Background: an optimization exercise with open tools, aiming at small area. Do not read the settings as production practice. The RTL of this run was laid out without a check of its function. Power figures rest on the tool's default switching activity, not on a simulated workload.

==> flow/run.sh <==
#!/bin/bash
# synth_recipe.tcl (not shown) runs the flow's synth.tcl, then flattens the netlist and writes it again
# the make line also repeats each setting of config.mk as NAME=value (left out here)
make -C /OpenROAD-flow-scripts/flow DESIGN_CONFIG=/design/flow/config.mk WORK_HOME=/design/flow/orfs CLKGATE_MAP_FILE= SYNTH_SCRIPT=/design/flow/synth_recipe.tcl finish
==> flow/config.mk <==
export PLATFORM = sky130hd
export DESIGN_NAME = rng_health
export DESIGN_NICKNAME = rng_health
export VERILOG_FILES = /design/flow/design.v
export SDC_FILE = /design/flow/constraint.sdc
export NUM_CORES = 4
export LEC_CHECK = 0
export CAP_MARGIN = 20
export CORE_MARGIN = 2
export CORE_UTILIZATION = 40
export SLEW_MARGIN = 20
==> flow/constraint.sdc <==
create_clock -name core_clock -period 20.0 [get_ports {clk}]
set_input_delay 4.0000 -clock core_clock [delete_from_list [all_inputs] [get_ports {clk}]]
set_output_delay 4.0000 -clock core_clock [all_outputs]
set_load 0.01 [all_outputs]
==> flow/design.v <==
module rng_src_health (
  input  wire        clk,
  input  wire        rst,
  input  wire        smp,         
  input  wire        bit_i,       
  input  wire        en,          
  input  wire        restart,     
  input  wire        tick,        
  output reg  [1:0]  st,          
  output reg  [1:0]  last_fail,   
  output reg  [15:0] fails,       
  output reg  [15:0] bias,        
  output reg  [15:0] corr         
);
  localparam [1:0] S_DIS = 2'd0, S_TEST = 2'd1, S_OK = 2'd2, S_RET = 2'd3;
  reg        prev;
  reg  [5:0] run;
  reg  [9:0] su_cnt;
  reg  [9:0] su_ones;
  reg        su_bad;
  reg  [9:0]  apt_pos;
  reg         apt_ref;
  reg  [10:0] apt_cnt;
  reg  [3:0] age1, age2;
  reg         est_on;
  reg  [11:0] est_cnt;
  reg  [12:0] est_ones;
  reg  [11:0] est_eq;
  reg         est_prev;
  wire [5:0]  run_nx    = (run != 6'd0 && bit_i == prev) ? ((run == 6'd61) ? run : run + 6'd1) : 6'd1;
  wire [9:0]  su_cnt_nx = su_cnt + 10'd1;
  wire [9:0]  su_ones_nx = su_ones + {9'd0, bit_i};
  wire        su_bad_nx = su_bad | (run_nx == 6'd61);
  wire        su_pass   = !su_bad_nx && su_ones_nx >= 10'd250 && su_ones_nx <= 10'd750;
  wire [10:0] apt_cnt_nx = (apt_pos == 10'd0) ? 11'd1 : apt_cnt + {10'd0, bit_i == apt_ref};
  wire        rep_fail  = (run_nx == 6'd61);
  wire        apt_fail  = (apt_cnt_nx == 11'd840);
  wire [3:0]  age1_t    = (tick && age1 != 4'd15) ? age1 + 4'd1 : age1;
  wire [3:0]  age2_t    = (tick && age2 != 4'd15) ? age2 + 4'd1 : age2;
  wire        retire    = (age2_t < 4'd10);
  wire [11:0] est_cnt_nx  = est_cnt + 12'd1;
  wire [12:0] est_ones_nx = est_ones + {12'd0, bit_i};
  wire [11:0] est_eq_nx   = est_eq + {11'd0, bit_i == est_prev};
  wire [16:0] bias_raw    = {est_ones_nx, 4'd0};
  wire [15:0] bias_nx     = (bias_raw > 17'hFFFF) ? 16'hFFFF : bias_raw[15:0];
  wire signed [13:0] ed   = $signed({1'b0, est_eq_nx, 1'b0}) - 14'sd4095;
  wire        [12:0] mag  = ed[13] ? -ed[12:0] : ed[12:0];
  wire        [27:0] quo  = {mag, 15'd0} / 28'd4095;
  wire        [15:0] corr_nx = ed[13] ? -quo[15:0] : ((quo > 28'd32767) ? 16'h7FFF : quo[15:0]);
  task start_test_now;    
    begin
      st      <= S_TEST;
      su_cnt  <= 10'd1;
      su_ones <= {9'd0, bit_i};
      su_bad  <= 1'b0;
      run     <= 6'd1;
      prev    <= bit_i;
    end
  endtask
  task fail_now;
    input [1:0] kind;
    begin
      last_fail <= kind;
      if (fails != 16'hFFFF) fails <= fails + 16'd1;
      st      <= retire ? S_RET : S_TEST;
      su_cnt  <= 10'd0;
      su_ones <= 10'd0;
      su_bad  <= 1'b0;
      run     <= 6'd0;
      age2    <= age1_t;
      age1    <= 4'd0;
    end
  endtask
  always @(posedge clk) begin
    if (rst) begin
      st <= S_TEST; last_fail <= 2'd0; fails <= 16'd0; bias <= 16'd0; corr <= 16'd0;
      prev <= 1'b0; run <= 6'd0;
      su_cnt <= 10'd0; su_ones <= 10'd0; su_bad <= 1'b0;
      apt_pos <= 10'd0; apt_ref <= 1'b0; apt_cnt <= 11'd0;
      age1 <= 4'd15; age2 <= 4'd15;
      est_on <= 1'b0; est_cnt <= 12'd0; est_ones <= 13'd0; est_eq <= 12'd0; est_prev <= 1'b0;
    end else if (smp) begin
      if (restart) begin
        age1 <= 4'd15; age2 <= 4'd15;
      end else begin
        age1 <= age1_t; age2 <= age2_t;
      end
      if (!en) begin
        st <= S_DIS;
        run <= 6'd0; su_cnt <= 10'd0; su_ones <= 10'd0; su_bad <= 1'b0;
      end else if (restart || st == S_DIS) begin
        start_test_now;
      end else begin
        case (st)
          S_TEST: begin
            prev <= bit_i;
            run  <= run_nx;
            if (su_cnt_nx == 10'd1000) begin
              if (su_pass) begin
                st      <= S_OK;
                run     <= 6'd0;
                apt_pos <= 10'd0;
              end else begin
                fail_now(2'd1);
              end
            end else begin
              su_cnt  <= su_cnt_nx;
              su_ones <= su_ones_nx;
              su_bad  <= su_bad_nx;
            end
          end
          S_OK: begin
            prev    <= bit_i;
            run     <= run_nx;
            apt_pos <= apt_pos + 10'd1;
            apt_cnt <= apt_cnt_nx;
            if (apt_pos == 10'd0) apt_ref <= bit_i;
            if (rep_fail)      fail_now(2'd2);
            else if (apt_fail) fail_now(2'd3);
          end
          default: ;
        endcase
      end
      if (!en) begin
        est_on <= 1'b0;
      end else if (!est_on) begin
        est_on   <= 1'b1;
        est_cnt  <= 12'd1;
        est_ones <= {12'd0, bit_i};
        est_eq   <= 12'd0;
        est_prev <= bit_i;
      end else begin
        est_cnt  <= est_cnt_nx;
        est_ones <= est_ones_nx;
        est_eq   <= est_eq_nx;
        est_prev <= bit_i;
        if (est_cnt_nx == 12'd0) begin    
          est_on <= 1'b0;
          bias   <= bias_nx;
          corr   <= corr_nx;
        end
      end
    end
  end
endmodule
module rng_health (
  input  wire        clk,
  input  wire        rst,         
  input  wire        sample,      
  input  wire [3:0]  bits,        
  input  wire [3:0]  src_en,      
  input  wire        restart,     
  input  wire        tick,        
  output wire [7:0]  state,       
  output wire [7:0]  last_fail,   
  output wire [63:0] fails,       
  output wire [63:0] bias,        
  output wire [63:0] corr         
);
  genvar s;
  generate
    for (s = 0; s < 4; s = s + 1) begin : g_src
      rng_src_health u_src (
        .clk(clk), .rst(rst), .smp(sample), .bit_i(bits[s]), .en(src_en[s]),
        .restart(restart), .tick(tick),
        .st(state[2*s +: 2]), .last_fail(last_fail[2*s +: 2]),
        .fails(fails[16*s +: 16]), .bias(bias[16*s +: 16]), .corr(corr[16*s +: 16])
      );
    end
  endgenerate
endmodule
==> impl_results.md <==
- Status: no timing/DRC/antenna violations
- Area leader, netlist: dfxtp_1
- Core area: 129600 sq um
- CP Launch Type: input port
- Met3 wire len: 8.210 mm
- Asr flop ratio synth: 0
- LEAKAGE: 23.43 nW
- Clk sinks: 584
- Sequential cell area: 11690 sq um
- Final Skew: 0.03629 ns
- Antenna violations before repair: 1
- CTS tree: done
- Most used cell, CP: ha_2
- CP arrival: 19.67 ns
- Metal-1 WL: 79.39 mm
- Clk root buf: clkbuf_16
- Total grt overflow: 0
- Total Wirelength: 165.9 mm
- Actual slew at the worst max-slew pin: 1.105 ns
- Die Wd: 365.4 um
- Clock-pin slew on the worst setup and hold paths: 0.06 ns
- Post-synth cell types: 138
- Initial DRT Pass Iterations: 5
- Total GRT Usage: 0.2372
- Die Y: 365.4 um
- CTS H-tree lvls: 3
- CTS Buffer Depth: 3
- Vias in the first global route: 52380
- Final core utilization: 0.4943
- Synth top cells by count: nor2_1, nand2_1, dfxtp_1, a21oi_1, o21ai_0
- Critical path required time: 20.52 ns
- Sequential element share of the synthesized area: 0.2237
- Area delta synth->final: 22.63%
- Initial Util: 0.4031
- Ys Warns: 1
- Routed via count: 56830
- Synth Cell Area: 52260 sq um
- Kind of critical path: in2reg
- Area of the multi-input gates: 40250 sq um
- Total CTS buffers: 71
- CP max FO: 7
- Hold crit path type: reg2reg
- FP Rows: 132
- Area contributors post-synth: dfxtp_1, nor2_1, a21oi_1
- DRT antenna net count: 0
- Nets: 8027
- Final Hold Fails: 0
- P per Cell Area: 79.94 nW/um^2
- Iter 0 DRT Violations: 4555
- Pins Over Slew Limit: 0
- Post-route clock period utilization: 0.9575
- Top-count cell post-synth: nor2_1
- Share of the synthesized area in the top cell type: 0.2237
- Layout cells sized above 1: 0.1579
- Element type at the critical path end: flip-flop
- Slew margin rel.: 0.2538
- Largest net degree at the start of global routing: 176
- Mean Syn Cell Area: 7.110 sq um
- Seq cells post-synth: 584
- Cell count after synthesis: 7350
- Max Cap Viol: 0
- Final WS setup: 0.8506 ns
- First-pass GRT wire length: 270.1 mm
- Achievable clock frequency: 52.22 MHz
- Die ar.: 133600 sq um
- Dpl ws: -0.4821 ns
- Top_reg_cell synth: dfxtp_1
- Detailed placement HPWL: 123.6 mm
- Highest metal used: met5
- WL per Instance: 17.17 um
- I/O pin cnt: 221
- WL met2: 74.81 mm
- # DRC: 0
- # setup viols final: 0
- Slowest stage delay, CP: 0.59 ns
- Global placer's final weighted congestion: 0.9495
- Final min period: 19.15 ns
- Post-synth EDFFs: 0
- Max VDD drop: 0.05747 mV
- # fillers: 12810
- Clk latency of the worst-skew pair: 0.66 ns
- I/O Buffers: 220
- CP max stage cell: or4_1
- DR vias/cell: 5.882
## registers in the layout, indices dropped and copies added, names as in the netlist
signal                 flops
g_src.u_src.age2          16
g_src.u_src.su_bad         4
g_src.u_src.corr          64
g_src.u_src.su_ones       40
g_src.u_src.apt_ref        4
g_src.u_src.apt_pos       40
g_src.u_src.last_fail      8
g_src.u_src.su_cnt        40
g_src.u_src.est_on         4
g_src.u_src.est_prev       4
g_src.u_src.run           24
g_src.u_src.est_ones      52
g_src.u_src.est_cnt       48
g_src.u_src.apt_cnt       44
g_src.u_src.est_eq        48
g_src.u_src.prev           4
g_src.u_src.age1          16
g_src.u_src.bias          52
g_src.u_src.fails         64
g_src.u_src.st             8
## metal layers
layer | GRT usage | vias up
li1 | - | 28260
met1 | 0.3337 | 26880
met2 | 0.3829 | 1463
met3 | 0.03005 | 225
met4 | 0.05600 | 2
met5 | 0 | -
## cells in the final DEF (no fill, tap or decap), types with 72 or more instances in the layout
| cell | n |
|---|---|
| or3_1 | 86 |
| clkbuf_16 | 72 |
| dfxtp_1 | 583 |
| clkdlybuf4s50_1 | 215 |
| ha_1 | 92 |
| inv_1 | 169 |
| o21ai_0 | 410 |
| xnor2_1 | 226 |
| o211ai_1 | 87 |
| a21oi_1 | 558 |
| a21o_1 | 75 |
| nand2_1 | 709 |
| and2_1 | 82 |
| mux2i_1 | 95 |
| nor3_1 | 241 |
| nand3_1 | 378 |
| buf_4 | 596 |
| a31oi_1 | 94 |
| nand4_1 | 101 |
| xor2_1 | 182 |
| a211oi_1 | 129 |
| and3_1 | 160 |
| nor2_1 | 915 |
## area by class of cell
class,instances,share of cell area
Multi-Input combinational cell,6188,0.6281
Timing Repair Buffer,819,0.1046
Clock buffer,101,0.03294
Clock inverter,28,0.005916
Inverter,198,0.01191
Tap cell,1742,0.03401
Sequential cell,584,0.1825
Antenna cell,1,0.00003905
## cell families after synthesis
family          synth area share
mux                      0.02971
compound gates            0.2832
simple gates              0.3049
flops                     0.2237
buf+inv                  0.04523
fa+ha+maj                0.03678
other cells           0.00007176
xor+xnor                 0.07633
## timing repair
action | in CTS | in global routing
hold buffers | 0 | 0
endpoints found under the setup margin | 0 | 23
gates resized for setup | 0 | 66
hold endpoints to repair | 0 | 0
setup buffers | 0 | 29
## critical path: cells and delay by family
kind	cells	cell delay [ns]
adder cells (fa/ha/maj)	14	2.97
buffers and inverters	11	1.49
AND/OR/NAND/NOR	32	5.83
XOR/XNOR	10	1.44
AO/OA/AOI/OAI	25	3.90
## worst paths after layout
kind / slack [ns] / depth (start not counted) / from / endpoint
setup reg to reg: 3.75 / 91 / g_src[2].u_src.est_eq[11]$_SDFFE_PP0P_ / g_src[2].u_src.corr[14]$_SDFFE_PP0P_
hold / removal: 0.45 / 2 / g_src[3].u_src.corr[11]$_SDFFE_PP0P_ / g_src[3].u_src.corr[11]$_SDFFE_PP0P_
hold reg to reg: 0.45 / 2 / g_src[3].u_src.corr[11]$_SDFFE_PP0P_ / g_src[3].u_src.corr[11]$_SDFFE_PP0P_
setup / recovery: 0.85 / 92 / bits[3] / g_src[3].u_src.corr[14]$_SDFFE_PP0P_
## where the power goes
part           switching [W]  total [W]  internal (W)
Combinational        0.00157    0.00256      0.000996
Sequential         0.0000117    0.00118       0.00117
Clock               0.000555    0.00138      0.000820
## metrics by stage
stage          cells  area (sq um)  hold WS, ns  setup TNS, ns  total power (W)
6_report        9661         64090       0.4532              0         0.005123
5_1_grt         9660         64080       0.4864        -0.1880         0.005427
4_1_cts         9631         63500       0.4547              0         0.005086
3_5_place_dp    9502         61010       0.4471         -1.170         0.003678
3_3_place_gp    9502         61010       0.4397       -0.05272         0.003675
2_1_floorplan   7353         54240       0.4382         -12.08         0.002921

port drivers added, routing unchanged:
The results above use ideal ports. As a check the final layout listed here was re-extracted and re-timed, cells and wires unchanged.
Step 1: set_driving_cell puts a clkbuf_16 on clk and a buf_2 on each other input, an assumption about the parent block.
Step 2 times the ports against the registers' clock, not the clock port: input delays grow and output delays shrink by t, the midpoint of the rising clock arrivals with the driver on.
a / b / c = no drivers / after step 1 / after step 2; a / b = the first two.
shift t [ns]: 0.718
setup WS [ns]: 0.851 / 0.889 / 0.172
worst setup path after step 2: input to register
worst slew at a driven data input, ns: 0.12
cell pins on the clock port's net: 1
After both steps this run still meets setup and hold. For this run, drivers alone change the setup slack by +0.038 ns; drivers and shift together by -0.679 ns.
